Context: an optimization exercise on an open-source flow, tuned for small area, a short achievable clock period and few clock cycles per item. The choices shown serve that exercise and are no tape-out recipe.

==> wip/juniper: inputs <==
==> flow/design.v (excerpt) <==
module fp8_block_int8 (
    input  wire        clk,
    input  wire        rst,
    input  wire        in_valid,
    output wire        in_ready,
    input  wire        in_wr,       
    input  wire [5:0]  in_idx,      
    input  wire [63:0] in_data,     
    input  wire        in_fmt,      
    input  wire [1:0]  in_rmode,    
    input  wire [7:0]  in_scale,    
    input  wire        in_first,    
    output wire        out_valid,
    input  wire        out_ready,
    output wire [63:0] out_data,    
    output wire [7:0]  out_scale,   
    output wire [3:0]  out_fault    
);
clock: 40.0 ns
lec_check: 0
cap_margin: 20
core_margin: 2
core_utilization: 75
cts_cluster_diameter: 100
cts_cluster_size: 25
place_density: 0.85
slew_margin: 20
standard.sh (not shown) runs the stock make flow with config.mk's settings and CLKGATE_MAP_FILE= SYNTH_SCRIPT=/design/flow/synth_recipe.tcl, a recipe that flattens the netlist after the stock synthesis.
==> flow/flow/run.sh <==
#!/bin/bash
# Layout flow: the standard flow (standard.sh), run in two steps so that
# synthesis is exactly the standard one, with one change for the layout:
# the input and output port buffers are buf_2 cells (buffer_ports otherwise
# picks clkdlybuf4s50 delay cells). Each step's full output goes to its log.
set -euo pipefail
bash standard.sh synth > synth.log 2>&1
bash standard.sh "BUFFER_PORTS_ARGS=-buffer_cell sky130_fd_sc_hd__buf_2" finish > layout.log 2>&1
==> wip/onyx (differences from wip/juniper) <==
--- a/flow/design.v
+++ b/flow/design.v
@@ -389,19 +389,17 @@
                 p[i + 2*s - 1] = p[i + 2*s - 1] & p[i + s - 1];
             end
     end
     wire up_sr  = g[31];
     wire up_rne = frac[31] & ((|frac[30:7]) | ip[0]);
     wire up     = (rmode == 2'd0) ? up_rne :
                   (rmode == 2'd2) ? up_sr  : 1'b0;
     wire       sn = code[7];
-    wire [7:0] q0 = {sn, ip ^ {7{sn}}};
-    wire [7:0] q1 = q0 + 8'd1;
-    wire [7:0] qq = (up ^ sn) ? q1 : q0;
+    wire [7:0] qq = {sn, ip ^ {7{sn}}} + {7'b0, up ^ sn};
     assign q = kill ? 8'd0 : qq;
 endmodule
 module fp8_block_int8 (
     input  wire        clk,
     input  wire        rst,
     input  wire        in_valid,
     output wire        in_ready,
     input  wire        in_wr,       
@@ -602,25 +600,26 @@
         acc_nz  <= n_nz;
         acc_bad <= n_bad;
         acc_hi  <= n_hi;
         acc_ge  <= n_ge;
     end
     wire       f_nan = (rin_sc == 8'hFF);
     wire       f_rng = n_nz & (n_hi | ~n_ge);
     wire [3:0] f_flt = f_nan ? 4'd2 : n_bad ? 4'd3 : f_rng ? 4'd4 : 4'd0;
+    wire [7:0] f_sum = rin_sc + {3'b0, n_max} - (rin_fmt ? 8'd21 : 8'd13);
+    wire [7:0] f_osc = (f_nan | n_bad | f_rng) ? 8'd0 : n_nz ? f_sum : rin_sc;
     wire       f_den = (rin_rm == 2'd2) & ~(f_nan | n_bad | f_rng);
     reg        busy, pend;
     reg  [1:0] pcnt;
     reg        p_wr, p_fmt, p_par, p_den;
     reg  [1:0] p_rm;
     reg  [5:0] p_idx;
     reg  [4:0] p_emx;
     reg  [7:0] p_osc;
-    reg  [7:0] p_sc;
     reg  [3:0] p_flt;
     reg  [31:0] wd;
     reg  issue_r;
     wire room;
     wire start  = !seeding && ph == 2'd0 && !busy && pend && (rin_wr || room);
     wire issue  = (start && !rin_wr) ||
                   (busy && !p_wr && ph == pcnt && room);
     wire c_wr   = start ? rin_wr  : p_wr;
@@ -655,17 +654,17 @@
         if (start) begin
             p_wr  <= rin_wr;
             p_fmt <= rin_fmt;
             p_par <= rin_par;
             p_den <= f_den;
             p_rm  <= rin_rm;
             p_idx <= rin_idx;
             p_emx <= n_max;
-            p_sc  <= rin_sc;
+            p_osc <= f_osc;
             p_flt <= f_flt;
         end
     end
     reg  [255:0] G0 [0:3];
     reg  [255:0] G1 [0:3];
     reg  [23:0]  xsel;
     wire [23:0]  xsel_n;
     wire [255:0] tail0, tail1;
@@ -705,61 +704,49 @@
                 .emx   (p_emx),
                 .rmode (p_rm),
                 .w1    (dreg[25*l +: 25]),
                 .kill  (p_flt != 4'd0),
                 .q     (qv[8*l +: 8])
             );
         end
     endgenerate
-    reg        first_r;
-    always @(posedge clk)
-        first_r <= start & ~rin_wr;
-    wire [7:0] osc_sum = p_sc + {3'b0, acc_max} - (p_fmt ? 8'd21 : 8'd13);
-    wire [7:0] osc_c   = (p_flt != 4'd0) ? 8'd0 : acc_nz ? osc_sum : p_sc;
-    wire [7:0] osc     = first_r ? osc_c : p_osc;
-    always @(posedge clk)
-        if (first_r)
-            p_osc <= osc_c;
-    wire [75:0] res = {p_flt, osc, qv};
+    wire [75:0] res = {p_flt, p_osc, qv};
     reg  [75:0] F [0:2];
     reg  [75:0] H;
     reg  [1:0]  wp;            
     reg  [1:0]  hc;            
     reg  [1:0]  qn;            
     reg         ov_r;          
-    reg         ovi;           
-    wire        pop  = ovi & out_ready;
+    wire        pop  = ov_r & out_ready;
     wire        push = issue_r;
     function automatic [1:0] inc3(input [1:0] x);
         inc3 = (x == 2'd2) ? 2'd0 : x + 2'd1;
     endfunction
-    wire [1:0]  nxt    = ovi ? inc3(hc) : hc;
-    wire [1:0]  qrem   = qn - {1'b0, ovi};          
+    wire [1:0]  nxt    = ov_r ? inc3(hc) : hc;
+    wire [1:0]  qrem   = qn - {1'b0, ov_r};         
     wire        nxt_ok = (qrem != 2'd0) || push;
     wire [75:0] nxt_v  = (qrem == 2'd0) ? res : F[nxt];
     assign room = ({1'b0, qn} + {2'b0, issue_r}) < 3'd3;
     always @(posedge clk) begin
         if (push)
             F[wp] <= res;
         H <= nxt_v;
         if (rst_r) begin
             wp   <= 2'd0;
             hc   <= 2'd0;
             qn   <= 2'd0;
             ov_r <= 1'b0;
-            ovi  <= 1'b0;
         end else begin
             if (push)
                 wp <= inc3(wp);
             if (pop)
                 hc <= inc3(hc);
             qn   <= qn + {1'b0, push} - {1'b0, pop};
-            ov_r <= !rst && nxt_ok && (!ovi || out_ready);
-            ovi  <= nxt_ok && (!ovi || out_ready);
+            ov_r <= !rst && nxt_ok && (!ov_r || out_ready);
         end
     end
     assign out_valid = ov_r;
     assign out_data  = H[63:0];
     assign out_scale = H[71:64];
     assign out_fault = H[75:72];
     wire [1:0] ph_n     = ph + 2'd1;
     wire       seed_n   = seeding && sc != 6'd63;
==> flow/run.sh (new file) <==
#!/bin/bash
# synth_recipe.tcl (not shown) runs the flow's synth.tcl, then flattens the netlist and writes it again
# the make line also repeats each setting of config.mk as NAME=value (left out here)
make -C /OpenROAD-flow-scripts/flow DESIGN_CONFIG=/design/flow/config.mk WORK_HOME=/design/flow/orfs CLKGATE_MAP_FILE= SYNTH_SCRIPT=/design/flow/synth_recipe.tcl finish
Settings changed: CORE_UTILIZATION 75 to 65, PLACE_DENSITY 0.85 to 0.75.
removed: flow/flow/run.sh
removed: flow/standard.sh
==> comparison table <==
quantity                                                                                 wip/onyx               wip/juniper
Run status                                                                complete, no violations   complete, no violations
First-iteration detailed-routing DRC count                                                  10896                     14210
Post-synthesis sequential area ratio                                                        43.5%                     43.5%
Antenna violations before repair                                                               38                        41
Sum of met3 wire segment lengths after detailed routing                                   36.3 mm                   51.7 mm
Buffer count excluding the clock tree in the final layout                                     523                       519
Seq_cells                                                                                    3010                      3020
Worst R2R Path Depth                                                                           40                        29
Worst endpoint data arrival time                                                          2.08 ns                   1.49 ns
Number of tapcells                                                                           2975                      2526
Reg-to-Reg Start                                                                rin_fmt$_DFFE_PP_           wd[9]$_DFFE_PP_
Post-synthesis cell area                                                              145000 um^2               146000 um^2
Standard cell with the maximum stage delay on the critical path  sky130_fd_sc_hd__clkdlybuf4s50_1  sky130_fd_sc_hd__dfxtp_1
Storage cell area                                                                      63200 um^2                63400 um^2
Function was not checked in any run of this note: the RTL went through the layout flow alone.

## afterwards: timing with drivers on the ports
No port has a modelled driver above. Below, the same layouts with a new extraction and two added sets of constraints. Step 1: set_driving_cell puts a clkbuf_16 on clk and a buf_2 on each other input, an assumption about the parent block. Step 2 moves the port delays by t, midway between the first and last clock arrival at a register: inputs arrive t later, outputs are due t later. That takes back most of the time a late clock gives input paths. a / b / c = ideal / step 1 / step 2; a / b = the first two.
run | shift t [ns] | slack for setup (ns) | latest minus earliest clock arrival (ns) | pins driven straight from the clock port
wip/juniper | 0.964 | 30.513 / 30.431 / 30.478 | 0.059 / 0.060 | 1
wip/onyx | 0.948 | 29.920 / 29.824 / 29.868 | 0.045 / 0.045 | 1
After both steps every run listed still meets setup and hold. For wip/onyx, which loses most, drivers alone change the setup slack by -0.096 ns; drivers and shift together by -0.052 ns.
